From an optimization exercise on the open Yosys and OpenROAD flow, aimed at small area, a short achievable clock period and few clock cycles; shortcuts taken in it are not production practice. The RTL was checked by simulation tests, not by an equivalence proof against the original design. Power and IR drop assume default switching activity.

**config.mk**
```make
export PLATFORM = sky130hd
export DESIGN_NAME = stripe_engine
export DESIGN_NICKNAME = stripe_engine
export VERILOG_FILES = /design/flow/design.v
export SDC_FILE = /design/flow/constraint.sdc
export NUM_CORES = 8
export LEC_CHECK = 0
export ABC_CLOCK_PERIOD_IN_PS = 2000
export CAP_MARGIN = 50
export CORE_MARGIN = 2
export CORE_UTILIZATION = 70
export CTS_BUF_LIST = sky130_fd_sc_hd__clkbuf_8 sky130_fd_sc_hd__clkbuf_16
export CTS_CLUSTER_DIAMETER = 80
export CTS_CLUSTER_SIZE = 30
export SETUP_SLACK_MARGIN = 5
export SLEW_MARGIN = 50
```
**constraint.sdc**
```tcl
create_clock -name core_clock -period 10.0 [get_ports {clk}]
set_input_delay 2.0000 -clock core_clock [delete_from_list [all_inputs] [get_ports {clk}]]
set_output_delay 2.0000 -clock core_clock [all_outputs]
set_load 0.01 [all_outputs]
```
**design.v**
```verilog
module stripe_engine (
  input  wire        clk,
  input  wire        rst,
  input  wire        cmd_valid,
  output wire        cmd_ready,
  input  wire [5:0]  cmd_k,
  input  wire [1:0]  cmd_m,
  input  wire [34:0] cmd_lost,
  input  wire [9:0]  cmd_cols,
  input  wire        in_valid,
  output wire        in_ready,
  input  wire [31:0] in_data,
  output wire        out_valid,
  input  wire        out_ready,
  output wire [31:0] out_data,
  output wire [5:0]  out_member,
  output wire        out_last
);
  function [7:0] gmul(input [7:0] a, input [7:0] b);
    reg [7:0] p, t;
    integer i;
    begin
      p = 8'h00;
      t = a;
      for (i = 0; i < 8; i = i + 1) begin
        if (b[i]) p = p ^ t;
        t = t[7] ? ((t << 1) ^ 8'h1D) : (t << 1);
      end
      gmul = p;
    end
  endfunction
  function [31:0] gmul4(input [31:0] a, input [7:0] b);
    reg [63:0] cx;
    reg [7:0]  t;
    integer i, l;
    begin
      t = b;
      for (i = 0; i < 8; i = i + 1) begin
        cx[8*i +: 8] = t;
        t = t[7] ? ((t << 1) ^ 8'h1D) : (t << 1);
      end
      gmul4 = 32'h0;
      for (l = 0; l < 4; l = l + 1)
        for (i = 0; i < 8; i = i + 1)
          if (a[8*l + i]) gmul4[8*l +: 8] = gmul4[8*l +: 8] ^ cx[8*i +: 8];
    end
  endfunction
  function [7:0] dg(input [7:0] b);
    dg = {1'b0, b[7:1]} ^ (b[0] ? 8'h8E : 8'h00);
  endfunction
  function [31:0] h1(input [31:0] a);
    h1 = {dg(a[31:24]), dg(a[23:16]), dg(a[15:8]), dg(a[7:0])};
  endfunction
  function [31:0] h2(input [31:0] a);
    h2 = h1(h1(a));
  endfunction
  localparam [255:0] T_GPOS = 256'hC06030180C06038FC9EA75B45A2D984C261387CDE8743A1D8040201008040201;
  function [7:0] gpos(input [4:0] q);
    gpos = T_GPOS >> {q, 3'b000};
  endfunction
  localparam [255:0] T_GNEG = 256'h122448903D7AF4F5F7F3FBEBCB8B0B162C58B07DFAE9CF831B366CD8AD478E01;
  function [7:0] gneg(input [4:0] q);
    gneg = T_GNEG >> {q, 3'b000};
  endfunction
  localparam [255:0] T_ZINV = 256'h595789DEAABA8E02D2B4E9F26326DC678AC0E48574FBA9A0545FED729DA7F400;
  function [7:0] zinv(input [4:0] d);
    zinv = T_ZINV >> {d, 3'b000};
  endfunction
  function [7:0] gsq(input [7:0] a);
    begin
      gsq[0] = a[0] ^ a[4] ^ a[6] ^ a[7];
      gsq[1] = a[7];
      gsq[2] = a[1] ^ a[4] ^ a[5] ^ a[6];
      gsq[3] = a[4] ^ a[6];
      gsq[4] = a[2] ^ a[4] ^ a[5] ^ a[7];
      gsq[5] = a[5];
      gsq[6] = a[3] ^ a[5] ^ a[6];
      gsq[7] = a[6];
    end
  endfunction
  localparam [1:0] ST_IDLE = 2'd0, ST_SETUP = 2'd1, ST_RUN = 2'd2, ST_DRAIN = 2'd3;
  reg  [1:0]  st;
  reg         cmd_ready_r, in_ready_r, pok_r;
  reg  [1:0]  m_r;
  reg  [34:0] lost_r;
  reg  [9:0]  cols_r;           
  reg         lastcol;          
  reg  [4:0]  klast;            
  reg  [1:0]  scnt;             
  reg  [2:0]  lp, ap;           
  reg  [5:0]  lix;              
  reg  [4:0]  pos;              
  reg         inpar;            
  reg  [1:0]  ps;
  reg         plost;            
  reg         p0, p1;           
  reg         ald;              
  reg         sfu;              
  reg  [2:0]  used;             
  reg         first;            
  reg  [4:0]  l0, l1, l2;       
  reg  [1:0]  ecnt;             
  reg  [4:0]  zd01, zd02, zd12;  
  reg         scf, scpf;        
  reg  [31:0] A0, A1, A2;
  reg         op_v;
  reg  [1:0]  op_dst;
  reg         op_wr, op_emit, op_last;
  reg  [5:0]  op_mem;
  reg  [7:0]  mc_r;             
  reg  [2:0]  op_src;           
  reg         op_one, op_acc;
  reg  [2:0]  ms_r;
  reg         macc_r, mxin_r;
  reg         elast;            
  reg         pe0;              
  reg         ed;
  reg  [3:0]  ei;
  reg  [2:0]  ptodo;
  reg  [1:0]  ej;
  reg  [1:0]  sp_f, sp_q;
  reg         sp_sq;
  reg         ov;
  reg  [31:0] od;
  reg  [5:0]  om;
  reg         ol;
  assign cmd_ready  = cmd_ready_r;
  assign in_ready   = in_ready_r;
  assign out_valid  = ov;
  assign out_data   = od;
  assign out_member = om;
  assign out_last   = ol;
  wire [1:0] e     = ecnt;
  wire [1:0] ra = ap[0] ? 2'd0 : ap[1] ? 2'd1 : 2'd2;
  wire [1:0] rb = (ap[0] && ap[1]) ? 2'd1 : 2'd2;
  wire       run   = (st == ST_RUN);
  wire       out_free = !ov || out_ready;
  wire       bub    = run && plost && !inpar;
  wire       cons   = in_ready_r && in_valid;
  wire       adv    = cons || (bub && pok_r);
  wire [2:0] cand   = ap & (!inpar ? 3'b111 : (ps == 2'd0) ? 3'b110 : (ps == 2'd1) ? 3'b100 : 3'b000);
  wire       has_np = |cand;
  wire [1:0] np     = cand[0] ? 2'd0 : cand[1] ? 2'd1 : 2'd2;
  wire       lastpos = (ald || inpar) && !has_np;
  wire       capt   = bub && pok_r && first;          
  wire [1:0] e_n    = capt ? ecnt + 2'd1 : ecnt;
  wire [2:0] used_n = {ap[2] && (({1'b0, ap[0]} + {1'b0, ap[1]}) < e_n),
                       ap[1] && ({1'b0, ap[0]} < e_n), ap[0] && (e_n != 2'd0)};
  wire [31:0] hd    = bub ? 32'h0 : in_data;         
  wire       lbit  = lost_r[lix];
  reg  [4:0] a_pos;
  reg        a_inpar, a_plost, a_p0, a_p1, a_ald, a_colend;
  always @* begin
    a_pos = pos; a_inpar = inpar; a_plost = plost; a_p0 = 1'b0; a_p1 = 1'b0;
    a_ald = 1'b0; a_colend = 1'b0;
    if (!inpar && !ald) begin
      a_pos = pos + 5'd1; a_plost = lbit; a_p1 = p0; a_ald = (pos + 5'd1 == klast);
    end else if (has_np) begin
      a_inpar = 1'b1;
    end else begin
      a_colend = 1'b1;
      a_pos = 5'd0; a_inpar = 1'b0; a_plost = lost_r[0]; a_p0 = 1'b1;
    end
  end
  wire       sc     = cons && scf;
  wire [5:0] sc_mem = scpf ? {1'b0, klast} + 6'd1 : {1'b0, l0};
  wire       sc_last = lastcol && (scpf ? (lp == 3'b001) : (lp == 3'b000));
  wire       dskip  = (e == 2'd1) && ap[0];
  wire       st_c   = (ald && !plost && (e == 2'd0) && (lp[2:1] != 2'b00)) ||
                      (lastpos && (e != 2'd0) && (!dskip || (lp != 3'b000)));
  wire       start  = adv && st_c;
  function [1:0] lowb(input [2:0] v);
    lowb = v[0] ? 2'd0 : v[1] ? 2'd1 : 2'd2;
  endfunction
  function [2:0] bitof(input [1:0] s);
    bitof = (s == 2'd0) ? 3'b001 : (s == 2'd1) ? 3'b010 : 3'b100;
  endfunction
  wire [3:0] dlen = (e == 2'd1) ? 4'd1 : (e == 2'd2) ? ((ra == 2'd0 && rb == 2'd1) ? 4'd4 : 4'd5) : 4'd12;
  localparam OPW = 20;
  function [OPW-1:0] dec(input ded, input [3:0] dei, input [2:0] dpt, input [1:0] dej,
                         input [1:0] de, input [1:0] dra, input [1:0] drb, input [3:0] ddl,
                         input [5:0] dk, input [4:0] dl0, input [4:0] dl1, input [4:0] dl2);
    reg [1:0] src, dst, f, q, s, xr;
    reg       wr, acc, emit, one, last, sq;
    reg [5:0] mem;
    begin
      src = 2'd0; dst = 2'd0; wr = 1'b0; acc = 1'b0; emit = 1'b0; one = 1'b0;
      mem = 6'd0; f = 2'd0; q = 2'd0; sq = 1'b0; last = 1'b0;
      s = lowb(dpt);
      xr = (de == 2'd2 && dej == 2'd1) ? drb : dra;
      if (ded) begin
        last = (dei == ddl - 4'd1) && (dpt == 3'b000);
        wr = 1'b1;
        if (de == 2'd1) begin
          src = dra; dst = dra; f = 2'd1; q = 2'd0; sq = (dra == 2'd2);
          emit = 1'b1; mem = {1'b0, dl0};
        end else if (de == 2'd2) begin
          if (dra == 2'd0 && drb == 2'd1) begin
            case (dei)
              4'd0: begin src = 2'd0; dst = 2'd1; acc = 1'b1; f = 2'd0; q = 2'd1; end
              4'd1: begin src = 2'd1; dst = 2'd1; f = 2'd1; q = 2'd0; end
              4'd2: begin src = 2'd1; dst = 2'd1; f = 2'd2; q = 2'd0; emit = 1'b1; mem = {1'b0, dl0}; end
              default: begin src = 2'd1; dst = 2'd0; acc = 1'b1; one = 1'b1; emit = 1'b1; mem = {1'b0, dl1}; end
            endcase
          end else if (dra == 2'd0) begin
            case (dei)
              4'd0: begin src = 2'd0; dst = 2'd2; acc = 1'b1; f = 2'd0; q = 2'd1; sq = 1'b1; end
              4'd1: begin src = 2'd2; dst = 2'd2; f = 2'd1; q = 2'd0; sq = 1'b1; end
              4'd2: begin src = 2'd2; dst = 2'd2; f = 2'd2; q = 2'd0; end
              4'd3: begin src = 2'd2; dst = 2'd2; f = 2'd2; q = 2'd0; emit = 1'b1; mem = {1'b0, dl0}; end
              default: begin src = 2'd2; dst = 2'd0; acc = 1'b1; one = 1'b1; emit = 1'b1; mem = {1'b0, dl1}; end
            endcase
          end else begin
            case (dei)
              4'd0: begin src = 2'd1; dst = 2'd2; acc = 1'b1; f = 2'd0; q = 2'd1; end
              4'd1: begin src = 2'd2; dst = 2'd2; f = 2'd1; q = 2'd0; sq = 1'b1; end
              4'd2: begin src = 2'd2; dst = 2'd2; f = 2'd2; q = 2'd0; emit = 1'b1; mem = {1'b0, dl0}; end
              4'd3: begin src = 2'd2; dst = 2'd1; acc = 1'b1; f = 2'd0; q = 2'd0; end
              default: begin src = 2'd1; dst = 2'd1; f = 2'd1; q = 2'd1; emit = 1'b1; mem = {1'b0, dl1}; end
            endcase
          end
        end else begin
          case (dei)
            4'd0:  begin src = 2'd1; dst = 2'd2; acc = 1'b1; f = 2'd0; q = 2'd2; end
            4'd1:  begin src = 2'd0; dst = 2'd1; acc = 1'b1; f = 2'd0; q = 2'd2; end
            4'd2:  begin src = 2'd1; dst = 2'd2; acc = 1'b1; f = 2'd0; q = 2'd1; end
            4'd3:  begin src = 2'd2; dst = 2'd2; f = 2'd1; q = 2'd0; sq = 1'b1; end
            4'd4:  begin src = 2'd2; dst = 2'd2; f = 2'd2; q = 2'd0; end
            4'd5:  begin src = 2'd2; dst = 2'd2; f = 2'd2; q = 2'd1; emit = 1'b1; mem = {1'b0, dl0}; end
            4'd6:  begin src = 2'd2; dst = 2'd1; acc = 1'b1; f = 2'd0; q = 2'd0; end
            4'd7:  begin src = 2'd2; dst = 2'd1; acc = 1'b1; f = 2'd0; q = 2'd2; end
            4'd8:  begin src = 2'd1; dst = 2'd1; f = 2'd1; q = 2'd1; end
            4'd9:  begin src = 2'd1; dst = 2'd1; f = 2'd2; q = 2'd2; emit = 1'b1; mem = {1'b0, dl1}; end
            4'd10: begin src = 2'd2; dst = 2'd0; acc = 1'b1; one = 1'b1; end
            default: begin src = 2'd1; dst = 2'd0; acc = 1'b1; one = 1'b1; emit = 1'b1; mem = {1'b0, dl2}; end
          endcase
        end
      end else begin
        last = (dej == de) && ((dpt & ~bitof(s)) == 3'b000);
        mem = dk + {4'd0, s};
        sq = (s == 2'd2);
        one = (s == 2'd0);
        if (dej == 2'd0) begin
          src = s; dst = s; wr = (de != 2'd0); emit = (de == 2'd0);
          f = 2'd0; q = 2'd3;
        end else begin
          src = xr; dst = s; wr = 1'b1; acc = 1'b1; emit = (dej == de);
          f = 2'd0; q = dej - 2'd1;
        end
      end
      if (one) f = 2'd3;
      dec = {src, dst, wr, acc, emit, one, mem, last, f, q, sq};
    end
  endfunction
  reg        s_ed;
  reg [3:0]  s_ei;
  reg [2:0]  s_pt;
  reg [1:0]  s_ej;
  always @* begin
    s_ed = ed; s_ei = ei; s_pt = ptodo; s_ej = ej;
    if (ed) begin
      if (ei == dlen - 4'd1) s_ed = 1'b0;
      else s_ei = ei + 4'd1;
    end else begin
      if (ej == e) s_pt = ptodo & ~bitof(lowb(ptodo));
      else s_ej = ej + 2'd1;
    end
    if ((ed && !s_ed) || (!ed && s_pt != ptodo))
      s_ej = {1'b0, (e != 2'd0) && s_pt[0]};
  end
  wire       dskip_n = (e_n == 2'd1) && ap[0];
  wire       z_ed    = (e_n != 2'd0) && !dskip_n;
  wire [2:0] z_pt    = (e_n == 2'd0) ? (lp & 3'b110) : lp;
  wire [1:0] z_ej    = {1'b0, (e_n != 2'd0) && z_pt[0]};
  wire [OPW-1:0] dcur = dec(ed, ei, ptodo, ej, e, ra, rb, dlen, {1'b0, klast} + 6'd1, l0, l1, l2);
  wire [OPW-1:0] dnxt = dec(s_ed, s_ei, s_pt, s_ej, e, ra, rb, dlen, {1'b0, klast} + 6'd1, l0, l1, l2);
  wire [3:0] dlen_n = (e_n == 2'd1) ? 4'd1 : (e_n == 2'd2) ? ((ra == 2'd0 && rb == 2'd1) ? 4'd4 : 4'd5) : 4'd12;
  wire [OPW-1:0] dst0 = dec(z_ed, 4'd0, z_pt, z_ej, e_n, ra, rb, dlen_n, {1'b0, klast} + 6'd1, l0, l1, l2);
  wire [4:0] cq   = (sp_q == 2'd0) ? l0 : (sp_q == 2'd1) ? l1 : (sp_q == 2'd2) ? l2 : klast;
  wire [4:0] czd  = (sp_q == 2'd0) ? zd01 : (sp_q == 2'd1) ? zd02 : zd12;
  wire [7:0] cpn  = (sp_f == 2'd0) ? gpos(cq) : gneg(cq);
  wire [7:0] cval = (sp_f == 2'd3) ? 8'h01 : (sp_f == 2'd2) ? zinv(czd) : sp_sq ? gsq(cpn) : cpn;
  wire [7:0] yk   = gpos(klast);
  wire [7:0] ycoef = (np == 2'd2) ? gsq(yk) : yk;
  wire [31:0] m_a    = ({32{ms_r[0]}} & A0) | ({32{ms_r[1]}} & A1) | ({32{ms_r[2]}} & A2);
  wire [7:0]  m_c    = mc_r;
  wire [31:0] m_d    = (op_dst == 2'd0) ? A0 : (op_dst == 2'd1) ? A1 : A2;
  wire [31:0] m_x    = gmul4(m_a, m_c) ^ (macc_r ? m_d : 32'h0) ^ (mxin_r ? in_data : 32'h0);
  wire        op_go  = op_v && (!op_emit || out_free);
  wire        op_w   = op_go && op_wr;
  wire        load   = start || (op_go && !op_last);
  wire        wload  = adv && !op_v && !lastpos && has_np && (ald || inpar);   
  wire        opv_n   = load || (op_v && !op_go);
  wire        ov_n    = (op_go && op_emit) || sc || (ov && !out_ready);
  wire        pe0_n   = start ? (e == 2'd0) : pe0;
  reg  [1:0]  st_n;
  reg  [4:0]  pos_n;
  reg         inpar_n, plost_n, p0_n;
  reg  [1:0]  ps_n;
  always @* begin
    st_n = st; pos_n = pos; inpar_n = inpar; plost_n = plost; p0_n = p0; ps_n = ps;
    case (st)
      ST_IDLE:  if (cmd_valid && cmd_ready_r) st_n = ST_SETUP;
      ST_SETUP: if (scnt == m_r - 2'd1) begin
                  st_n = ST_RUN; pos_n = 5'd0; inpar_n = 1'b0; plost_n = lost_r[0]; p0_n = 1'b1;
                end
      ST_RUN:   if (adv) begin
                  pos_n = a_pos; inpar_n = a_inpar; plost_n = a_plost; p0_n = a_p0; ps_n = np;
                  if (a_colend && lastcol) st_n = ST_DRAIN;
                end
      default:  if (cmd_valid && cmd_ready_r) st_n = ST_SETUP;
    endcase
    if (st_n == ST_DRAIN && !opv_n) st_n = ST_IDLE;
  end
  wire pok_n = (p0_n && pe0_n) || !opv_n;
  wire       wscp_c = ald && !plost && (e == 2'd0) && lp[0];
  wire       wscp_a = a_ald && !a_plost && (e_n == 2'd0) && lp[0];
  wire       wsc_c = wscp_c || (inpar && ps == 2'd0 && (e == 2'd1) && ap[0]);
  wire       wsc_a = wscp_a || (a_inpar && np == 2'd0 && (e_n == 2'd1) && ap[0]);
  wire [1:0] wps_a = a_inpar ? np : ps;
  wire       wsc   = adv ? wsc_a : wsc_c;
  wire [1:0] wps   = adv ? wps_a : ps;
  reg  [2:0] ms_n;
  reg        macc_n, mxin_n;
  always @* begin
    if (load) begin
      ms_n = bitof(dcur[OPW-1:OPW-2]); macc_n = dcur[OPW-6]; mxin_n = 1'b0;
    end else if (op_v && !op_go) begin
      ms_n = op_src; macc_n = op_acc; mxin_n = 1'b0;
    end else begin
      ms_n = bitof(wps); macc_n = 1'b0; mxin_n = 1'b1;
    end
  end
  always @(posedge clk) begin
    if (cmd_ready_r) begin
      klast  <= cmd_k[4:0] - 5'd1;
      m_r    <= cmd_m;
      lost_r <= cmd_lost;
      cols_r <= cmd_cols;
    end
    if (rst) begin
      st          <= ST_IDLE;
      cmd_ready_r <= 1'b1;
      in_ready_r  <= 1'b0;
      pok_r       <= 1'b0;
      op_v        <= 1'b0;
      ov          <= 1'b0;
    end else begin
      st          <= st_n;
      cmd_ready_r <= (st_n == ST_IDLE) ||
                     (st_n == ST_DRAIN && (!opv_n || (load ? dcur[5] : op_last)));
      pok_r       <= pok_n;
      in_ready_r  <= (st_n == ST_RUN) && pok_n && !(!inpar_n && plost_n) && !(wsc && ov_n);
      op_v        <= opv_n;
      ov          <= ov_n;
    end
    pos   <= pos_n;
    inpar <= inpar_n;
    plost <= plost_n;
    p0    <= p0_n;
    ps    <= ps_n;
    used  <= used_n;
    if (st == ST_SETUP || (run && adv)) begin
      p1  <= run && a_p1;
      ald <= run && a_ald;
      sfu <= run && a_inpar && used_n[np];
    end
    if (cmd_ready_r) begin
      scnt <= 2'd0;
      lp   <= 3'b000;
      ap   <= 3'b000;
      lix  <= cmd_k;
    end else if (st == ST_SETUP) begin
      scnt  <= scnt + 2'd1;
      lp[scnt] <= lbit;
      ap[scnt] <= !lbit;
      lix   <= (scnt == m_r - 2'd1) ? 6'd1 : lix + 6'd1;
      lastcol <= (cols_r == 10'd1);
      first <= 1'b1;
      ecnt  <= 2'd0;
    end
    if (run && adv && !inpar && !ald)
      lix <= lix + 6'd1;
    if (run && adv && a_colend)
      lix <= 6'd1;
    if (run && adv && a_colend && !lastcol) begin
      cols_r  <= cols_r - 10'd1;
      lastcol <= (cols_r == 10'd2);
      first   <= 1'b0;
    end
    if (capt) begin
      case (ecnt)
        2'd0: l0 <= pos;
        2'd1: l1 <= pos;
        default: l2 <= pos;
      endcase
      ecnt <= e_n;
    end
    if (load) begin
      {op_dst, op_wr, op_acc, op_emit, op_one, op_mem, op_last} <= dcur[OPW-3:5];
      op_src <= bitof(dcur[OPW-1:OPW-2]);
      if (dcur[5]) begin
        ed <= z_ed; ei <= 4'd0; ptodo <= z_pt; ej <= z_ej;
        {sp_f, sp_q, sp_sq} <= dst0[4:0];
      end else begin
        ed <= s_ed; ei <= s_ei; ptodo <= s_pt; ej <= s_ej;
        {sp_f, sp_q, sp_sq} <= dnxt[4:0];
      end
    end else begin
      if (!op_v || (op_go && op_last)) begin
        ed <= z_ed; ei <= 4'd0; ptodo <= z_pt; ej <= z_ej;
        {sp_f, sp_q, sp_sq} <= dst0[4:0];
      end
    end
    if (start) begin
      elast <= lastcol;
      pe0   <= (e == 2'd0);
    end
    scf    <= wsc;
    scpf   <= adv ? wscp_a : wscp_c;
    zd01   <= l1 - l0;
    zd02   <= l2 - l0;
    zd12   <= l2 - l1;
    ms_r   <= ms_n;
    macc_r <= macc_n;
    mxin_r <= mxin_n;
    if (load)
      mc_r <= cval;
    else if (wload)
      mc_r <= ycoef;
    if (op_w && op_dst == 2'd0)
      A0 <= m_x;
    else if (cons || bub && pok_r) begin
      if (!inpar)
        A0 <= p0 ? hd : A0 ^ hd;
      else if (sfu && ps == 2'd0)
        A0 <= A0 ^ in_data;
    end
    if (op_w && op_dst == 2'd1)
      A1 <= m_x;
    else if ((cons || bub && pok_r) && !p0) begin
      if (!inpar)
        A1 <= h1(p1 ? A0 : A1) ^ hd;
      else if (sfu && ps == 2'd1)
        A1 <= m_x;
    end
    if (op_w && op_dst == 2'd2)
      A2 <= m_x;
    else if ((cons || bub && pok_r) && !p0) begin
      if (!inpar)
        A2 <= h2(p1 ? A0 : A2) ^ hd;
      else if (sfu && ps == 2'd2)
        A2 <= m_x;
    end
    if (op_go && op_emit) begin
      od <= m_x;
      om <= op_mem;
      ol <= op_last && elast;
    end else if (sc) begin
      od <= A0 ^ in_data;
      om <= sc_mem;
      ol <= sc_last;
    end
  end
endmodule
```
**flow/run.sh**
```bash
#!/bin/bash
set -euo pipefail
bash standard.sh "BUFFER_PORTS_ARGS=-buffer_cell sky130_fd_sc_hd__buf_2" finish > orfs_make.log 2>&1
```
**standard.sh**
```bash
#!/bin/bash
# synth_recipe.tcl (not shown) runs the flow's synth.tcl, then flattens the netlist and writes it again
# the make line also repeats each setting of config.mk as NAME=value (left out here)
make -C /OpenROAD-flow-scripts/flow DESIGN_CONFIG=/design/flow/config.mk WORK_HOME=/design/flow/orfs CLKGATE_MAP_FILE= SYNTH_SCRIPT=/design/flow/synth_recipe.tcl "${@:-finish}"
```
==> flow_summary.yaml, run 1 <==
status:
  status: "no timing/DRC/antenna violations"
setup_path:
  reg2reg_depth: 12
  crit_path_start: "sp_q[0]"
  cp_data_arrival_time_ps: 4530
  cp_max_fo: 13
  regToRegStartpoint: "sp_q[0]"
  worstSetupStartpointType: "flip-flop"
  critical_path_class: "reg2reg"
  end_kind: "flip-flop"
  required_ps: 10300
clock_network:
  worstSkewPairLatency_ps: 590
  cts-root-buf: "clkbuf_16"
  path_clk_slew_ps: 120
  cts_hold_buf: 0
  htreeDepth: 1
  clk_path_buf_depth: 3
  cts_post_setup_buffers_inserted: 0
  cts.sinks: 302
  cts_tree: "done"
  cts_made_buffers: 20
  cts-resized-gates: 0
logic_synthesis:
  synth_edf_count: 253
  synth_flop_cell: "edfxtp_1"
  synth_fp_nets: 3375
  synth_area_sq_um: 26300
  async_flop_share_pct: 0
  yosysSeqAreaShare_pct: 32.6
  syn_inst: 3210
  yosys_register_bits: 302
  avgSynthCellArea_sq_um: 8.19
  yosys_warnings: 1
  synthDistinctLibCells: 90
grt:
  grt_pass1_vias: 23200
  grtUsageTotal_pct: 41.1
  grt_pass1_wl_um: 126000
  grt.overflow.total: 0
  grt_max_degree: 69
  antenna_found_initial: 12
floorplanning:
  die_x_um: 198
  start_util_pct: 71.5
  die_area_sq_um: 39100
  fp.dieH_um: 198
  row_count: 70
  core_sq_um: 36800
  io_pins: 132
route:
  drcViolationCount: 0
  wire_per_inst_um: 22.1
  drt_wl_total_um: 81200
  first_iter_violations: 3587
  ant_nets: 0
  drt_first_pass_iters: 9
  via_count: 24500
  vias_per_cell: 6.67
sta:
  fin_skew_ps: 51.3
  rsz0062_at_grt: "no"
  layout_setup_ws_ps: 5770
  post-route-period-util_pct: 42.3
  finalSetupViolations: 0
  max_freq_ghz: 0.236
  worst_slew_pin_slew_ps: 733
  max_slew_margin_pct: 49.7
  finalHoldViolCount: 0
  tns_ps: 0
  maxSlewViolCount: 0
  period_needed_ps: 4230
place:
  dp_hpwl_um: 55600
  gp_congestion: 0.998
  portBuffers: 131
  place_ws_ps: 5360
  dp.cells: 3621
min_path:
  hp-class: "reg2reg"
  holdPathStages: 2
  hp-start: "first"
power:
  power_leakage_nw: 10.8
  p_sw_mw: 1.25
  ir_drop_uv: 212
  comb_power_share_pct: 30.0
  power_mw: 3.58
  clkPwrFrac_pct: 26.9
  internal-power_mw: 2.33
  power_frac_seq_pct: 43.1
  powerDensity_nw_per_um2: 127
  switching_share_pct: 34.9
cells_and_area:
  drive_above_1_share_pct: 9.95
  final_cell_mix: "485 x nand2_1, 401 x nor2_1, 355 x xnor2_1"
  final_util_pct: 76.3
  layout.cells.non_filler: 3669
  area_growth_pct: 6.76
  nets: 3347
  final_common_cell: "nand2_1"
flow_run:
  drv_cap: 0
==> synth_stat cells (11+ instances only) <==
| master | count | area (sq um) |
|---|---|---|
| nand2b_1 | 20 | 125 |
| o22ai_1 | 31 | 194 |
| ha_1 | 71 | 888 |
| xnor2_1 | 362 | 3170 |
| inv_1 | 83 | 312 |
| nor3_1 | 53 | 265 |
| and2_1 | 30 | 188 |
| edfxtp_1 | 253 | 7600 |
| o21a_1 | 11 | 82.6 |
| a211oi_1 | 23 | 173 |
| buf_1 | 22 | 82.6 |
| a21oi_1 | 194 | 971 |
| a21o_1 | 11 | 82.6 |
| xor2_1 | 115 | 1010 |
| a22oi_1 | 72 | 541 |
| nor2_1 | 404 | 1520 |
| mux2i_1 | 127 | 1270 |
| dfxtp_1 | 49 | 981 |
| o211ai_1 | 16 | 120 |
| mux4_2 | 16 | 360 |
| nand3_1 | 44 | 220 |
| nand2_1 | 488 | 1830 |
| a222oi_1 | 20 | 200 |
| buf_2 | 28 | 140 |
| o21ai_0 | 233 | 1170 |
| a31oi_1 | 12 | 75.1 |
| clkbuf_1 | 189 | 709 |
| nor2b_1 | 22 | 138 |
| o221ai_1 | 30 | 263 |
==> critical path, stage by stage, from the launching register on <==
cell      delay [ps]
edfxtp_1         760
mux4_2           780
inv_1            170
ha_1             370
inv_1            160
o21a_1           210
a21oi_1          140
o32ai_1          100
a311oi_1         470
xor2_1           270
xnor2_1          180
mux2i_1          230
a211oi_1         100
==> sequential cells by signal, indices dropped and copies added (netlist names), 6 cells and up <==
signal	cells
od	32
om	6
op_mem	6
lix	6
A0	32
cols_r	10
mc_r	8
A2	32
A1	32
lost_r	35
==> layout make-up <==
type / count / area, sq um
Antenna cell: 5 / 12.5
Clock buffer: 21 / 526
Clock inverter: 15 / 221
Fill cell: 2701 / 8720
Inverter: 87 / 329
Multi-Input combinational cell: 2574 / 16600
Sequential cell: 302 / 8580
Tap cell: 468 / 586
Timing Repair Buffer: 197 / 1190
==> per-layer routing <==
| metal | wire (um) | vias to the layer above | track usage (%) |
|---|---|---|---|
| met5 | 77 | - | 0 |
| met4 | 2880 | 14 | 17.0 |
| met3 | 10600 | 264 | 10.1 |
| met2 | 36300 | 1668 | 63.4 |
| met1 | 31400 | 11400 | 55.4 |
| li1 | - | 11100 | - |
==> logic make-up (layout without fill, tap and decap cells) <==
kind of cell | count (synthesis) | count (layout) | share of synthesized area [%]
AND/OR/NAND/NOR | 1119 | 1119 | 17.9
AO/OA/AOI/OAI | 751 | 751 | 18.1
XOR/XNOR | 480 | 480 | 16.1
buffers and inverters | 334 | 320 | 5.11
flip-flops | 302 | 302 | 32.6
multiplexers | 149 | 149 | 6.46
adder cells (fa/ha/maj) | 75 | 75 | 3.68
other | 0 | 5 | 0
==> per-stage QoR <==
step                      cell area [sq um]  hold slack, ps
after floorplan                       26300             434
after global placement                27000             451
after detailed placement              27100             466
after CTS                             27900             492
after global routing                  28100             524
final                                 28100             494
==> worst paths after layout <==
check	end	slack (ps)
setup / recovery	mc_r[4]	5770
hold / removal	first	490
setup reg to reg	mc_r[4]	5770
hold reg to reg	first	490
==> power groups by stage <==
stage / Sequential [mW] / Combinational [mW] / Clock, mW
after floorplan: 1.52 / 0.828 / 0
after global routing: 1.55 / 1.17 / 1.00
final: 1.54 / 1.07 / 0.961
after global placement: 1.57 / 0.980 / 0
after CTS: 1.54 / 1.04 / 0.967
after detailed placement: 1.57 / 1.03 / 0
Testbench counts, summed over its fixed seeds: cycles 148,484.
==> run 2: changes to the inputs <==
==> flow/run.sh (replaced) <==
#!/bin/bash
set -euo pipefail
bash standard.sh "BUFFER_PORTS_ARGS=-buffer_cell sky130_fd_sc_hd__buf_4" finish > orfs_make.log 2>&1
--- a/config.mk
+++ b/config.mk
@@ -9,8 +9,6 @@
 export CAP_MARGIN = 50
 export CORE_MARGIN = 2
-export CORE_UTILIZATION = 70
-export CTS_BUF_LIST = sky130_fd_sc_hd__clkbuf_8 sky130_fd_sc_hd__clkbuf_16
-export CTS_CLUSTER_DIAMETER = 80
-export CTS_CLUSTER_SIZE = 30
+export CORE_UTILIZATION = 75
+export CTS_BUF_LIST = sky130_fd_sc_hd__clkbuf_4 sky130_fd_sc_hd__clkbuf_8
 export SETUP_SLACK_MARGIN = 5
 export SLEW_MARGIN = 50
==> flow_summary.yaml, run 2 <==
route:
  first_iter_violations: 4326
  ant_nets: 0
  drt_first_pass_iters: 7
  drt_wl_total_um: 84200
  vias_per_cell: 6.91
  via_count: 25600
  drcViolationCount: 0
  wire_per_inst_um: 22.7
power:
  power_mw: 3.82
  powerDensity_nw_per_um2: 133
  ir_drop_uv: 190
  power_leakage_nw: 11.1
grt:
  grtUsageTotal_pct: 45.2
  grt_pass1_wl_um: 130000
  grt.overflow.total: 0
  grt_pass1_vias: 24300
  grt_max_degree: 69
  antenna_found_initial: 4
floorplanning:
  fp.dieH_um: 191
  core_sq_um: 34500
  io_pins: 132
  row_count: 68
  die_area_sq_um: 36600
  die_x_um: 191
  start_util_pct: 76.1
cells_and_area:
  multi_input_area_sq_um: 16600
  largest_reg_flops: 35
  area_growth_pct: 8.82
  largest_register: "lost_r"
  finalInstanceArea_sq_um: 28600
  layout.cells.non_filler: 3711
  final_common_cell: "nand2_1"
  drive_above_1_share_pct: 11.3
  nets: 3377
  regArea_sq_um: 8580
  final_cell_mix: "487 x nand2_1, 401 x nor2_1, 355 x xnor2_1"
  final_util_pct: 82.8
  num-fill-cells: 2200
setup_path:
  cp_max_fo: 13
  r2r-end: "mc_r[4]"
  reg2reg_depth: 12
  regToRegSetupSlack_ps: 5830
  worstSetupStartpointType: "flip-flop"
  end_kind: "flip-flop"
  cp_data_arrival_time_ps: 4540
  crit_path_frequent_cell: "inv_1"
  required_ps: 10380
  crit_path_start: "sp_q[0]"
  slowest_delay_ps: 770
  critical_path_class: "reg2reg"
  regToRegStartpoint: "sp_q[0]"
  slowest_stage: "mux4_2"
  setup.worst_path.end: "mc_r[4]"
  path_cells: "mux4_2, inv_1, ha_1, inv_1, o21a_1, a21oi_1, o32ai_1, a311oi_1, xor2_1, xnor2_1, mux2i_1, a211oi_1"
flow_run:
  drv_cap: 0
logic_synthesis:
  syn_inst: 3210
  async_flop_share_pct: 0
  synthAdderAreaFrac_pct: 3.68
  synth_edf_count: 253
  synth_flop_cell: "edfxtp_1"
  synth_area_leaders: "edfxtp_1 29%, xnor2_1 12%, nand2_1 7.0%"
  ys_top_cells_by_count: "488 x nand2_1, 404 x nor2_1, 362 x xnor2_1"
  synth-compound-area-share_pct: 18.1
  yosysSeqAreaShare_pct: 32.6
  synth_area_sq_um: 26300
  avgSynthCellArea_sq_um: 8.19
  synth_top_family_by_area: "compound AO/OA/AOI/OAI gates"
  netlist.area_leader.share_pct: 28.9
  yosysMostFrequentCell: "nand2_1"
  synth_fp_nets: 3375
  yosys_warnings: 1
  synthMuxAreaShare_pct: 6.46
  synth_top_area_cell: "edfxtp_1"
  synth_xor_area_share_pct: 16.1
  synthDistinctLibCells: 90
  synth-simple-area-share_pct: 17.9
  yosys_register_bits: 302
sta:
  hold-worst-slack_ps: 478
  finalHoldViolCount: 0
  maxSlewViolCount: 0
  period_needed_ps: 4170
  rsz0062_at_grt: "no"
  fin_skew_ps: 29.5
  tns_ps: 0
  finalSetupViolations: 0
  layout_setup_ws_ps: 5830
  max_freq_ghz: 0.240
  max_slew_margin_pct: 47.0
  worst_slew_pin_slew_ps: 780
  post-route-period-util_pct: 41.7
clock_network:
  cts_made_buffers: 50
  cts_post_setup_buffers_inserted: 0
  worstSkewPairLatency_ps: 670
  cts_hold_buf: 0
  htreeDepth: 2
  clk_path_buf_depth: 3
  cts.sinks: 302
  path_clk_slew_ps: 60
  cts-resized-gates: 0
  cts_tree: "done"
  cts-root-buf: "clkbuf_8"
place:
  portBuffers: 131
  place_ws_ps: 5520
  gp_congestion: 0.991
  placed_cell_area_sq_um: 27400
  dp.cells: 3610
  dp_hpwl_um: 55500
status:
  status: "no timing/DRC/antenna violations"
min_path:
  hp-class: "reg2reg"
run 2: cell counts after synthesis:
No cell type changed its count.
run 2: power by group:
part	internal, mW	leakage, nW	switching [mW]
registers	1.46	2.79	0.0911
clock network	0.622	0.568	0.548
logic	0.454	7.74	0.641
run 2: worst min-delay path by stage:
stage	startpoint	end	slack, ps	depth (start not counted)
final	op_acc	macc_r	480	2
after global routing	op_acc	macc_r	510	2
after CTS	op_acc	macc_r	470	2
after detailed placement	op_acc	macc_r	450	2
after global placement	op_acc	macc_r	450	2
after floorplan	first	first	430	2
run 2: worst max-delay path: cells and delay by family, from the launching register on:
kind,cells,cell delay [ps]
muxes,2,1030
xor gates and xnor gates,2,390
DFF,1,730
AOI/OAI and AO/OA,5,1050
adders and majority gates,1,340
buffers and inverters,2,330
run 2: layer usage:
layer / vias up / part of all wire, % / GRT usage (%)
met4: 2 / 5.4 / 21.7
met2: 2181 / 44 / 69.8
li1: 11200 / - / -
met3: 434 / 15 / 12.2
met5: - / 0.015 / 0
met1: 11800 / 35 / 58.9
run 2: final cells by class:
| type | count | share of cell area (%) |
|---|---|---|
| Antenna cell | 3 | 0.0262 |
| Timing Repair Buffer | 197 | 5.26 |
| Sequential cell | 302 | 30.0 |
| Clock inverter | 11 | 0.258 |
| Tap cell | 455 | 1.99 |
| Inverter | 87 | 1.15 |
| Multi-Input combinational cell | 2574 | 57.9 |
| Clock buffer | 82 | 3.42 |
run 2: cells by family (layout without fill, tap and decap cells):
| family | Yosys count | after routing |
|---|---|---|
| and+or+nand+nor | 1119 | 1119 |
| AOI/OAI and AO/OA | 751 | 751 |
| xor gates and xnor gates | 480 | 480 |
| buffers and inverters | 334 | 377 |
| DFF | 302 | 302 |
| muxes | 149 | 149 |
| adders and majority gates | 75 | 75 |
| other | 0 | 3 |
==> run 3: changes to the inputs <==
--- a/design.v
+++ b/design.v
@@ -110,4 +110,5 @@
   reg  [7:0]  mc_r;             
   reg  [2:0]  op_src;           
+  reg  [2:0]  op_wd;            
   reg         op_one, op_acc;
   reg  [2:0]  ms_r;
@@ -287,6 +288,7 @@
   wire [31:0] m_d    = (op_dst == 2'd0) ? A0 : (op_dst == 2'd1) ? A1 : A2;
   wire [31:0] m_x    = gmul4(m_a, m_c) ^ (macc_r ? m_d : 32'h0) ^ (mxin_r ? in_data : 32'h0);
-  wire        op_go  = op_v && (!op_emit || out_free);
-  wire        op_w   = op_go && op_wr;
+  wire        op_hold = op_emit && ov;
+  wire        op_go  = op_v && (!op_hold || out_ready);
+  wire [2:0]  op_wgo = {3{op_v}} & op_wd & {3{!op_hold || out_ready}};
   wire        load   = start || (op_go && !op_last);
   wire        wload  = adv && !op_v && !lastpos && has_np && (ald || inpar);   
@@ -400,4 +402,5 @@
       {op_dst, op_wr, op_acc, op_emit, op_one, op_mem, op_last} <= dcur[OPW-3:5];
       op_src <= bitof(dcur[OPW-1:OPW-2]);
+      op_wd  <= dcur[OPW-5] ? bitof(dcur[OPW-3:OPW-4]) : 3'b000;
       if (dcur[5]) begin
         ed <= z_ed; ei <= 4'd0; ptodo <= z_pt; ej <= z_ej;
@@ -429,5 +432,5 @@
     else if (wload)
       mc_r <= ycoef;
-    if (op_w && op_dst == 2'd0)
+    if (op_wgo[0])
       A0 <= m_x;
     else if (cons || bub && pok_r) begin
@@ -437,5 +440,5 @@
         A0 <= A0 ^ in_data;
     end
-    if (op_w && op_dst == 2'd1)
+    if (op_wgo[1])
       A1 <= m_x;
     else if ((cons || bub && pok_r) && !p0) begin
@@ -445,5 +448,5 @@
         A1 <= m_x;
     end
-    if (op_w && op_dst == 2'd2)
+    if (op_wgo[2])
       A2 <= m_x;
     else if ((cons || bub && pok_r) && !p0) begin
==> flow/run.sh (replaced) <==
#!/bin/bash
set -euo pipefail
bash standard.sh "BUFFER_PORTS_ARGS=-buffer_cell sky130_fd_sc_hd__buf_2" finish > orfs_make.log 2>&1
--- a/config.mk
+++ b/config.mk
@@ -6,9 +6,12 @@
 export NUM_CORES = 8
 export LEC_CHECK = 0
+export ABC_AREA = 1
 export ABC_CLOCK_PERIOD_IN_PS = 2000
 export CAP_MARGIN = 50
 export CORE_MARGIN = 2
-export CORE_UTILIZATION = 75
-export CTS_BUF_LIST = sky130_fd_sc_hd__clkbuf_4 sky130_fd_sc_hd__clkbuf_8
+export CORE_UTILIZATION = 70
+export CTS_BUF_LIST = sky130_fd_sc_hd__clkbuf_8 sky130_fd_sc_hd__clkbuf_16
+export CTS_CLUSTER_DIAMETER = 60
+export CTS_CLUSTER_SIZE = 20
 export SETUP_SLACK_MARGIN = 5
 export SLEW_MARGIN = 50
==> flow_summary.yaml, run 3 <==
place:
  dp_hpwl_um: 60300
  portBuffers: 131
  place_ws_ps: 5500
  dp.cells: 4034
  gp_congestion: 1.02
  placed_cell_area_sq_um: 26600
cells_and_area:
  num-fill-cells: 2709
  finalInstanceArea_sq_um: 27700
  nets: 3764
  drive_above_1_share_pct: 8.31
  area_growth_pct: 8.27
  final_cell_mix: "1147 x nand2_1, 308 x inv_1, 255 x edfxtp_1"
  layout.cells.non_filler: 4093
  final_common_cell: "nand2_1"
  final_util_pct: 76.3
  largest_reg_flops: 35
  largest_register: "lost_r"
route:
  drt_wl_total_um: 87100
  drt_first_pass_iters: 16
  ant_nets: 0
  first_iter_violations: 3312
  via_count: 25900
  drcViolationCount: 0
  vias_per_cell: 6.33
  wire_per_inst_um: 21.3
power:
  powerDensity_nw_per_um2: 192
  ir_drop_uv: 193
  comb_power_share_pct: 44.2
  power_leakage_nw: 12.4
  p_sw_mw: 2.37
  switching_share_pct: 44.5
  power_frac_seq_pct: 32.5
  clkPwrFrac_pct: 23.3
  internal-power_mw: 2.96
  power_mw: 5.33
floorplanning:
  die_area_sq_um: 38100
  core_sq_um: 36300
  start_util_pct: 70.5
  row_count: 70
  fp.dieH_um: 195
  io_pins: 132
  die_x_um: 195
clock_network:
  cts.sinks: 304
  cts_made_buffers: 31
  path_clk_slew_ps: 80
  cts_tree: "done"
  cts_post_setup_buffers_inserted: 0
  worstSkewPairLatency_ps: 650
  htreeDepth: 1
  cts_hold_buf: 0
  cts-resized-gates: 0
  clk_path_buf_depth: 3
  cts-root-buf: "clkbuf_16"
logic_synthesis:
  synthDistinctLibCells: 64
  synth_fp_nets: 3697
  yosysSeqAreaShare_pct: 33.7
  synth_flop_cell: "edfxtp_1"
  synth_top_area_cell: "edfxtp_1"
  netlist.area_leader.share_pct: 29.9
  yosys_warnings: 1
  async_flop_share_pct: 0
  synth_area_sq_um: 25600
  yosys_register_bits: 304
  yosysMostFrequentCell: "nand2_1"
  syn_inst: 3532
  ys_top_cells_by_count: "1152 x nand2_1, 307 x inv_1, 255 x edfxtp_1"
  avgSynthCellArea_sq_um: 7.25
  synth_edf_count: 255
  synth_area_leaders: "edfxtp_1 30%, nand2_1 17%, xor2_1 8.6%"
grt:
  antenna_found_initial: 1
  grtUsageTotal_pct: 45.0
  grt_max_degree: 61
  grt.overflow.total: 0
  grt_pass1_vias: 24900
  grt_pass1_wl_um: 134000
sta:
  period_needed_ps: 4020
  max_slew_margin_pct: 50.3
  fin_skew_ps: 41.1
  finalHoldViolCount: 0
  tns_ps: 0
  layout_setup_ws_ps: 5980
  worst_slew_pin_slew_ps: 746
  rsz0062_at_grt: "no"
  finalSetupViolations: 0
  max_freq_ghz: 0.249
  post-route-period-util_pct: 40.2
  hold-worst-slack_ps: 514
  maxSlewViolCount: 0
setup_path:
  cp_data_arrival_time_ps: 4410
  required_ps: 10400
  worstSetupStartpointType: "flip-flop"
  regToRegSetupSlack_ps: 5980
  cp_max_fo: 12
  end_kind: "flip-flop"
  critical_path_class: "reg2reg"
status:
  status: "no timing/DRC/antenna violations"
flow_run:
  drv_cap: 0
min_path:
  hp-class: "reg2reg"
-- run 3: cell count changes after synthesis, moves of 79 or more --
cell      change
xnor2_1     -156
nand3_1     +143
xor2_1      +137
inv_1       +224
a21oi_1      -79
mux2i_1     -124
nor2_1      -167
clkbuf_1    -100
nand2_1     +664
-- run 3: area by class of cell --
cell class	count	area, sq um	share of cell area (%)
multi-input cells	2774	15300	55.1
flip-flops and latches	304	8660	31.2
inverters	323	1220	4.39
repair buffers	165	927	3.34
clock buffers	31	776	2.80
well taps	468	586	2.11
clock inverters	27	287	1.03
diodes	1	2.50	0.00902
-- run 3: layer usage --
layer	share of wire [%]	global-route usage [%]	wire length (um)	up-vias
met5	0	0	0	-
met4	8.8	34.6	7680	0
met3	13	10.4	11100	561
met2	45	71.0	39100	1975
met1	34	53.6	29200	11700
li1	-	-	-	11700
-- run 3: power by group through the flow --
stage	Sequential (mW)	Clock (mW)	Combinational [mW]
after global placement	1.75	0	2.16
after floorplan	1.70	0	1.70
after CTS	1.72	1.23	2.27
after global routing	1.74	1.28	2.60
after detailed placement	1.75	0	2.23
final	1.73	1.24	2.36
-- run 3: worst paths after layout --
kind,to,startpoint,cells past startpoint
hold / removal,macc_r,op_acc,2
setup / recovery,od[20],mc_r[4],14
hold reg to reg,macc_r,op_acc,2
setup reg to reg,od[20],mc_r[4],14
-- run 3: cell families after synthesis --
group / after synthesis / synth area share (%)
AO/OA/AOI/OAI: 564 / 12.8
buffers and inverters: 454 / 6.93
XOR/XNOR: 468 / 16.6
AND/OR/NAND/NOR: 1664 / 26.1
multiplexers: 3 / 0.117
adder cells (fa/ha/maj): 75 / 3.78
flip-flops: 304 / 33.7
-- run 3: critical path: stages (launching register included) --
cell,delay (ps)
edfxtp_1,670
buf_4,260
buf_4,220
xor2_1,590
nand2_1,150
nand2_2,230
xnor2_4,220
nand2_1,110
xor2_1,170
xnor2_1,150
or2_1,230
nand3b_1,80
nand2_1,410
nand2_1,240
nand2_1,70
Testbench counts of run 3, summed over its fixed seeds: cycles 148,484.
==> run 4: changes to the inputs <==
--- a/design.v
+++ b/design.v
@@ -101,5 +101,4 @@
   reg  [4:0]  l0, l1, l2;       
   reg  [1:0]  ecnt;             
-  reg  [4:0]  zd01, zd02, zd12;  
   reg         scf, scpf;        
   reg  [31:0] A0, A1, A2;
@@ -279,5 +278,7 @@
   wire [OPW-1:0] dst0 = dec(z_ed, 4'd0, z_pt, z_ej, e_n, ra, rb, dlen_n, {1'b0, klast} + 6'd1, l0, l1, l2);
   wire [4:0] cq   = (sp_q == 2'd0) ? l0 : (sp_q == 2'd1) ? l1 : (sp_q == 2'd2) ? l2 : klast;
-  wire [4:0] czd  = (sp_q == 2'd0) ? zd01 : (sp_q == 2'd1) ? zd02 : zd12;
+  wire [4:0] cda  = (sp_q == 2'd2) ? l1 : l0;
+  wire [4:0] cdb  = (sp_q == 2'd0) ? l1 : l2;
+  wire [4:0] czd  = cdb - cda;
   wire [7:0] cpn  = (sp_f == 2'd0) ? gpos(cq) : gneg(cq);
   wire [7:0] cval = (sp_f == 2'd3) ? 8'h01 : (sp_f == 2'd2) ? zinv(czd) : sp_sq ? gsq(cpn) : cpn;
@@ -422,7 +423,4 @@
     scf    <= wsc;
     scpf   <= adv ? wscp_a : wscp_c;
-    zd01   <= l1 - l0;
-    zd02   <= l2 - l0;
-    zd12   <= l2 - l1;
     ms_r   <= ms_n;
     macc_r <= macc_n;
--- a/config.mk
+++ b/config.mk
@@ -10,5 +10,5 @@
 export CAP_MARGIN = 50
 export CORE_MARGIN = 2
-export CORE_UTILIZATION = 70
+export CORE_UTILIZATION = 60
 export CTS_BUF_LIST = sky130_fd_sc_hd__clkbuf_8 sky130_fd_sc_hd__clkbuf_16
 export CTS_CLUSTER_DIAMETER = 60
==> flow_summary.yaml, run 4 <==
setup_path:
  crit_family: "simple AND/OR/NAND/NOR gates"
  slowest_stage: "nor2_1"
  critical_path_class: "reg2reg"
  path_cells: "nor2_1, o21ai_0, fa_1, nand2_1, inv_1, nor2_1, clkinv_1, nor2_1, o21ai_0, o21ai_0, a21oi_1, o21ai_0, nand2_1, nand2_1, nand2_1"
  end_kind: "flip-flop"
  required_ps: 10340
  cp_data_arrival_time_ps: 4590
  worstSetupStartpointType: "flip-flop"
  slowest_delay_ps: 590
  cp.buffers_inverters: 2
  cp_max_fo: 13
clock_network:
  path_clk_slew_ps: 70
  cts_tree: "done"
  htreeDepth: 1
  cts-resized-gates: 0
  worstSkewPairLatency_ps: 610
  cts_hold_buf: 0
  cts_made_buffers: 31
  cts_post_setup_buffers_inserted: 0
  cts-root-buf: "clkbuf_16"
  cts.sinks: 289
  clk_path_buf_depth: 3
route:
  via_count: 24700
  drt_first_pass_iters: 9
  routedLengthMet1_um: 31500
  met3_length_um: 7830
  vias_per_cell: 6.03
  wire_per_inst_um: 20.5
  wl_met2_um: 38600
  ant_nets: 0
  drt_wl_total_um: 83700
  first_iter_violations: 2643
  top_layer: "met4"
  drcViolationCount: 0
floorplanning:
  fp.dieH_um: 207
  io_pins: 132
  start_util_pct: 60.8
  row_count: 74
  die_x_um: 207
  core_sq_um: 40800
  die_area_sq_um: 43000
logic_synthesis:
  synth_top_area_cell: "edfxtp_1"
  synthDistinctLibCells: 63
  ys_top_cells_by_count: "1087 x nand2_1, 313 x inv_1, 301 x nor2_1"
  yosysSeqAreaShare_pct: 33.6
  syn_inst: 3472
  async_flop_share_pct: 0
  synth_flop_cell: "edfxtp_1"
  yosys_register_bits: 289
  avgSynthCellArea_sq_um: 7.15
  synth_fp_nets: 3624
  synth_area_leaders: "edfxtp_1 31%, nand2_1 16%, xor2_1 9.0%"
  netlist.area_leader.share_pct: 30.9
  synth_edf_count: 255
  yosys_warnings: 1
  yosysMostFrequentCell: "nand2_1"
  synth_area_sq_um: 24800
grt:
  grt_pass1_vias: 23600
  grtUsageTotal_pct: 37.7
  grt_pass1_wl_um: 129000
  grt.overflow.total: 0
  antenna_found_initial: 0
  grt_max_degree: 61
power:
  ir_drop_uv: 244
  p_sw_mw: 3.67
  comb_power_share_pct: 58.0
  internal-power_mw: 3.69
  power_leakage_nw: 12.1
  switching_share_pct: 49.9
  powerDensity_nw_per_um2: 273
  clkPwrFrac_pct: 17.0
  power_frac_seq_pct: 25.0
cells_and_area:
  largest_reg_flops: 35
  area_growth_pct: 8.77
  final_cell_mix: "1083 x nand2_1, 312 x inv_1, 300 x nor2_1"
  largest_register: "lost_r"
  final_common_cell: "nand2_1"
  finalInstanceArea_sq_um: 27000
  nets: 3686
  num_antenna_cells: 0
  drive_above_1_share_pct: 7.39
place:
  dp_hpwl_um: 59000
  gp_congestion: 1.00
  placed_cell_area_sq_um: 25900
  portBuffers: 131
sta:
  period_needed_ps: 4250
  rsz0062_at_grt: "no"
  fin_skew_ps: 33.9
  post-route-period-util_pct: 42.5
  tns_ps: 0
  max_freq_ghz: 0.236
  max_slew_margin_pct: 48.4
  maxSlewViolCount: 0
  finalHoldViolCount: 0
  finalSetupViolations: 0
  worst_slew_pin_slew_ps: 765
flow_run:
  drv_cap: 0
status:
  status: "no timing/DRC/antenna violations"
min_path:
  hp-class: "reg2reg"
## run 4: cell families after synthesis
family,count (synthesis),share of synthesized area (%)
xor gates and xnor gates,453,16.3
and+or+nand+nor,1632,26.2
adders and majority gates,62,3.19
DFF,289,33.6
AOI/OAI and AO/OA,573,13.4
buffers and inverters,460,7.20
muxes,3,0.121
## run 4: layer usage
layer / up-vias / GRT usage [%]
met5: - / 0
met3: 361 / 5.22
met4: 0 / 22.2
met2: 1490 / 62.2
met1: 11300 / 47.3
li1: 11500 / -
## run 4: worst register-to-register path: cells and delay by family, from the launching register on
family / cells / cell delay [ps]
and+or+nand+nor: 7 / 1680
AOI/OAI and AO/OA: 5 / 790
buffers and inverters: 2 / 470
adders and majority gates: 1 / 510
DFF: 1 / 560
## run 4: cell type report
cell class	instances	area (sq um)
fillers	3606	13800
multi-input cells	2723	14700
clock buffers	31	776
well taps	532	666
flip-flops and latches	289	8350
inverters	325	1220
clock inverters	26	319
repair buffers	164	918
## run 4: through the flow
step / utilization [%] / setup WS (ps) / power [mW] / hold WS [ps] / instances
floorplan: - / 6000 / 4.90 / 437 / 3472
global placement: 63.2 / 5380 / 5.89 / 457 / 4032
detailed placement: 63.3 / 5210 / 5.99 / 479 / 4033
CTS: 66.0 / 5840 / 7.25 / 492 / 4090
global route: 66.1 / 5500 / 7.84 / 538 / 4090
finish: 66.1 / 5750 / 7.36 / 485 / 4090
## run 4: final timing paths
| path | to | cells after the start | from | slack, ps |
|---|---|---|---|---|
| hold / removal | ap[2] | 2 | ap[2] | 490 |
| setup reg to reg | mc_r[2] | 15 | sp_q[1] | 5750 |
| hold reg to reg | ap[2] | 2 | ap[2] | 490 |
| setup / recovery | mc_r[2] | 15 | sp_q[1] | 5750 |
## run 4: power groups by stage
stage	registers, mW	logic [mW]	clock network [mW]
6_report	1.84	4.27	1.25
5_1_grt	1.86	4.69	1.29
4_1_cts	1.83	4.16	1.26
3_5_place_dp	1.86	4.13	0
3_3_place_gp	1.85	4.04	0
2_1_floorplan	1.76	3.14	0
Testbench counts of run 4, summed over its fixed seeds: cycles 148,484.
==> run 5: changes to the inputs <==
--- a/config.mk
+++ b/config.mk
@@ -10,5 +10,5 @@
 export CAP_MARGIN = 50
 export CORE_MARGIN = 2
-export CORE_UTILIZATION = 60
+export CORE_UTILIZATION = 70
 export CTS_BUF_LIST = sky130_fd_sc_hd__clkbuf_8 sky130_fd_sc_hd__clkbuf_16
 export CTS_CLUSTER_DIAMETER = 60
==> flow_summary.yaml, run 5 <==
logic_synthesis:
  syn_inst: 3472
  synth_flop_cell: "edfxtp_1"
  synthDistinctLibCells: 63
  synth_fp_nets: 3624
  netlist.area_leader.share_pct: 30.9
  yosys_register_bits: 289
  synth_area_sq_um: 24800
  avgSynthCellArea_sq_um: 7.15
  ys_top_cells_by_count: "1087 x nand2_1, 313 x inv_1, 301 x nor2_1"
  synth_edf_count: 255
  yosysMostFrequentCell: "nand2_1"
  async_flop_share_pct: 0
  yosysSeqAreaShare_pct: 33.6
  synth_area_leaders: "edfxtp_1 31%, nand2_1 16%, xor2_1 9.0%"
  yosys_warnings: 1
  synth_top_area_cell: "edfxtp_1"
clock_network:
  worstSkewPairLatency_ps: 620
  cts-root-buf: "clkbuf_16"
  clk_path_buf_depth: 3
  path_clk_slew_ps: 80
  cts_post_setup_buffers_inserted: 0
  cts_made_buffers: 27
  cts-resized-gates: 0
  cts_tree: "done"
  cts.sinks: 289
  htreeDepth: 1
  cts_hold_buf: 0
power:
  powerDensity_nw_per_um2: 272
  comb_power_share_pct: 59.2
  switching_share_pct: 50.9
  p_sw_mw: 3.70
  ir_drop_uv: 209
  power_frac_seq_pct: 25.2
  clkPwrFrac_pct: 15.6
  internal-power_mw: 3.58
  power_leakage_nw: 12.0
floorplanning:
  io_pins: 132
  die_x_um: 192
  fp.dieH_um: 192
  core_sq_um: 34700
  start_util_pct: 71.5
  die_area_sq_um: 37000
  row_count: 68
min_path:
  hp-class: "reg2reg"
place:
  dp_hpwl_um: 57400
  place_ws_ps: 5430
  placed_cell_area_sq_um: 25800
  gp_congestion: 1.04
  portBuffers: 131
setup_path:
  critical_path_class: "in2reg"
  end_kind: "flip-flop"
  cp_max_fo: 30
  worstSetupStartpointType: "input port"
  required_ps: 10360
  cp_data_arrival_time_ps: 4430
grt:
  grtUsageTotal_pct: 44.2
  grt_pass1_vias: 24200
  grt_max_degree: 63
  grt_pass1_wl_um: 127000
  grt.overflow.total: 0
  antenna_found_initial: 6
sta:
  hold-worst-slack_ps: 488
  max_freq_ghz: 0.246
  period_needed_ps: 4060
  maxSlewViolCount: 0
  layout_setup_ws_ps: 5940
  post-route-period-util_pct: 40.6
  finalSetupViolations: 0
  rsz0062_at_grt: "no"
  max_slew_margin_pct: 47.4
  tns_ps: 0
  worst_slew_pin_slew_ps: 780
  fin_skew_ps: 44.1
  finalHoldViolCount: 0
route:
  drt_first_pass_iters: 9
  wire_per_inst_um: 20.6
  drcViolationCount: 0
  via_count: 25600
  ant_nets: 0
  first_iter_violations: 3628
  vias_per_cell: 6.39
  drt_wl_total_um: 82400
cells_and_area:
  final_cell_mix: "1082 x nand2_1, 312 x inv_1, 299 x nor2_1"
  area_growth_pct: 7.98
  final_util_pct: 77.2
  final_common_cell: "nand2_1"
  drive_above_1_share_pct: 7.38
  largest_reg_flops: 35
  largest_register: "lost_r"
  finalInstanceArea_sq_um: 26800
  nets: 3681
status:
  status: "no timing/DRC/antenna violations"
flow_run:
  drv_cap: 0
run 5: cell counts after synthesis:
No cell type changed its count.
run 5: area by class of cell:
cell class / instances / area [sq um]
clock inverter: 21 / 256
inverter: 325 / 1220
tap: 455 / 569
timing repair buffer: 163 / 907
multi-input combinational: 2723 / 14800
sequential: 289 / 8340
clock buffer: 29 / 714
fill: 2600 / 7920
antenna: 2 / 5.00
run 5: logic make-up after synthesis:
family / Yosys count / share of synthesized area, %
compound gates: 573 / 13.4
simple gates: 1632 / 26.2
flops: 289 / 33.6
buf+inv: 460 / 7.20
xor+xnor: 453 / 16.3
fa+ha+maj: 62 / 3.19
mux: 3 / 0.121
run 5: stage by stage:
stage / power [mW] / std cells
floorplan: 4.90 / 3472
global placement: 5.80 / 3950
detailed placement: 5.95 / 3954
CTS: 7.10 / 4004
global route: 7.72 / 4005
finish: 7.28 / 4007
run 5: critical path: stages:
cell and delay [ps]:
buf_2 100, inv_1 60, a31oi_1 420, nand2_1 180, nand2_1 100, buf_4 440, inv_1 390, buf_4 370
o21ai_0 280, inv_1 60
run 5: final timing paths:
kind	from	endpoint	slack [ps]	cells after the start
setup / recovery	out_ready	A1[29]	5940	10
hold / removal	op_acc	macc_r	490	2
setup reg to reg	sp_q[0]	mc_r[2]	6030	18
hold reg to reg	op_acc	macc_r	490	2
run 5: power by group through the flow:
stage / sequential, mW / clock, mW / combinational [mW]
detailed placement: 1.85 / 0 / 4.10
CTS: 1.82 / 1.13 / 4.15
finish: 1.83 / 1.13 / 4.31
floorplan: 1.76 / 0 / 3.14
global placement: 1.84 / 0 / 3.96
global route: 1.85 / 1.16 / 4.71
run 5: metal layers:
metal / track usage (%) / share of wire (%) / up-vias
met2: 68.2 / 44 / 2064
met3: 12.6 / 15 / 476
met4: 23.5 / 5.8 / 8
met1: 56.5 / 35 / 11600
li1: - / - / 11500
met5: 0 / 0.062 / -
==> run 6: changes to the inputs <==
--- a/config.mk
+++ b/config.mk
@@ -8,5 +8,5 @@
 export ABC_AREA = 1
 export ABC_CLOCK_PERIOD_IN_PS = 2000
-export CAP_MARGIN = 50
+export CAP_MARGIN = 35
 export CORE_MARGIN = 2
 export CORE_UTILIZATION = 70
@@ -15,3 +15,3 @@
 export CTS_CLUSTER_SIZE = 20
 export SETUP_SLACK_MARGIN = 5
-export SLEW_MARGIN = 50
+export SLEW_MARGIN = 35
==> flow_summary.yaml, run 6 <==
setup_path:
  cp.buffers_inverters: 4
  worstSetupStartpointType: "input port"
  crit_family: "buffers and inverters"
  required_ps: 10380
  cp_max_fo: 62
  cp_data_arrival_time_ps: 4850
  crit_path_start: "out_ready"
  regToRegStartpoint: "inpar"
  critical_path_class: "in2reg"
  slowest_delay_ps: 1040
  path_cells: "buf_2, inv_1, a31oi_1, nand2_2, buf_4, clkinv_1, o41ai_1"
  slowest_stage: "clkinv_1"
  end_kind: "flip-flop"
clock_network:
  cts-root-buf: "clkbuf_16"
  clk_path_buf_depth: 3
  cts_post_setup_buffers_inserted: 0
  cts_tree: "done"
  htreeDepth: 1
  cts_made_buffers: 27
  cts-resized-gates: 0
  worstSkewPairLatency_ps: 610
  cts.sinks: 289
  cts_hold_buf: 0
  path_clk_slew_ps: 80
place:
  gp_congestion: 1.04
  portBuffers: 131
  dp_hpwl_um: 57300
  dp.cells: 3951
cells_and_area:
  final_util_pct: 76.8
  drive_above_1_share_pct: 6.94
  final_cell_mix: "1083 x nand2_1, 315 x inv_1, 300 x nor2_1"
  largest_reg_flops: 35
  largest_register: "lost_r"
  final_common_cell: "nand2_1"
  nets: 3678
  num-fill-cells: 2572
  area_growth_pct: 7.53
  layout.cells.non_filler: 4005
logic_synthesis:
  netlist.area_leader.share_pct: 30.9
  synth_area_sq_um: 24800
  yosysMostFrequentCell: "nand2_1"
  yosys_warnings: 1
  async_flop_share_pct: 0
  synth_top_area_cell: "edfxtp_1"
  ys_top_cells_by_count: "1087 x nand2_1, 313 x inv_1, 301 x nor2_1"
  yosys_register_bits: 289
  yosysSeqAreaShare_pct: 33.6
  syn_inst: 3472
  synth_edf_count: 255
  synth_flop_cell: "edfxtp_1"
  synth_area_leaders: "edfxtp_1 31%, nand2_1 16%, xor2_1 9.0%"
  synthDistinctLibCells: 63
  avgSynthCellArea_sq_um: 7.15
  synth_fp_nets: 3624
grt:
  grt.overflow.total: 0
  antenna_found_initial: 6
  grtUsageTotal_pct: 44.0
  grt_pass1_wl_um: 127000
  grt_pass1_vias: 24300
  grt_max_degree: 63
sta:
  finalSetupViolations: 0
  maxSlewViolCount: 0
  period_needed_ps: 4470
  finalHoldViolCount: 0
  worst_slew_pin_slew_ps: 979
  max_slew_margin_pct: 34.3
  post-route-period-util_pct: 44.7
  max_freq_ghz: 0.224
  fin_skew_ps: 36.4
  rsz0062_at_grt: "no"
  tns_ps: 0
power:
  ir_drop_uv: 186
  power_mw: 7.24
  power_leakage_nw: 12.0
  powerDensity_nw_per_um2: 271
flow_run:
  drv_cap: 0
route:
  drt_wl_total_um: 82000
  via_count: 25600
  first_iter_violations: 3660
  vias_per_cell: 6.39
  ant_nets: 0
  drcViolationCount: 0
  drt_first_pass_iters: 9
  wire_per_inst_um: 20.5
floorplanning:
  io_pins: 132
  core_sq_um: 34700
  die_area_sq_um: 37000
  row_count: 68
  start_util_pct: 71.5
  fp.dieH_um: 192
  die_x_um: 192
min_path:
  hp-start: "op_acc"
  hp-class: "reg2reg"
status:
  status: "no timing/DRC/antenna violations"
run 6: worst paths after layout:
check	endpoint	slack, ps	cells past startpoint
max	ol	5530	7
min reg2reg	macc_r	490	2
min	macc_r	490	2
max reg2reg	sp_q[1]	5670	14
run 6: area by class of cell:
type	instances	area (sq um)	share of cell area, %
flip-flops and latches	289	8340	31.3
inverters	325	1220	4.57
diodes	4	10.0	0.0375
multi-input cells	2723	14700	55.1
clock inverters	20	240	0.901
clock buffers	29	703	2.64
repair buffers	160	888	3.33
well taps	455	569	2.13
run 6: through the flow:
stage | setup slack, ps | instance area [sq um] | hold slack (ps)
detailed placement | 5320 | 25700 | 468
floorplan | 6000 | 24800 | 437
finish | 5530 | 26700 | 489
global route | 5310 | 26700 | 519
CTS | 5860 | 26600 | 487
global placement | 5430 | 25700 | 461
run 6: where the power goes:
group	switching [mW]	leakage (nW)	internal, mW
sequential	0.210	2.70	1.63
clock	0.533	0.474	0.584
combinational	2.90	8.79	1.38
total	3.64	12.0	3.59
run 6: cell families after synthesis:
family / count (synthesis) / share of synthesized area (%)
compound gates: 573 / 13.4
flops: 289 / 33.6
mux: 3 / 0.121
xor+xnor: 453 / 16.3
buf+inv: 460 / 7.20
fa+ha+maj: 62 / 3.19
simple gates: 1632 / 26.2
run 6: layer usage:
metal	up-vias	wire, um	global-route usage (%)	part of all wire (%)
met4	4	4960	22.9	6.0
met3	475	12500	11.4	15
met1	11600	29100	57.3	35
met2	1974	35500	67.5	43
met5	-	26	0	0.032
li1	11500	-	-	-
run 6: worst min-delay path: stages (launching register included):
cell,delay [ps]
edfxtp_1,330
nand3_1,70
nand2_1,60

==> re-timing with driven ports <==
How much do the figures lean on ideal ports? The routed layouts below were timed once more, with nothing changed but the port constraints.
Step 1 (the two cells are an assumption about what drives the block):
set clk [get_ports {clk}]
set_driving_cell -lib_cell sky130_fd_sc_hd__clkbuf_16 $clk
set_driving_cell -lib_cell sky130_fd_sc_hd__buf_2 [delete_from_list [all_inputs] $clk]
Step 2, shift: input delay + t, output delay - t, t = (earliest + latest rising clock arrival at the registers) / 2. This alone moves slack from input paths to output paths.
Three values: no drivers, after step 1, after step 2; two values: the first two.
| run | shift t [ns] | setup slack, ns | hold WS [ns] | clock arrival spread, ns | cell pins on the clock port's net |
|---|---|---|---|---|---|
| run 1 | 0.623 | 5.769 / 5.769 / 5.345 | 0.494 / 0.494 / 0.494 | 0.053 / 0.054 | 1 |
| run 2 | 0.706 | 5.831 / 5.831 / 5.474 | 0.478 / 0.478 / 0.478 | 0.029 / 0.029 | 1 |
| run 3 | 0.685 | 5.984 / 5.984 / 5.348 | 0.514 / 0.514 / 0.514 | 0.043 / 0.043 | 1 |
| run 4 | 0.653 | 5.755 / 5.755 / 5.123 | 0.485 / 0.485 / 0.485 | 0.037 / 0.037 | 1 |
| run 5 | 0.655 | 5.938 / 5.972 / 5.318 | 0.488 / 0.488 / 0.488 | 0.045 / 0.045 | 1 |
| run 6 | 0.653 | 5.534 / 5.571 / 4.919 | 0.489 / 0.489 / 0.489 | 0.036 / 0.037 | 1 |
After both steps every run listed still meets setup and hold. For run 3, which loses most, drivers alone change the setup slack by 0.000 ns; drivers and shift together by -0.636 ns.
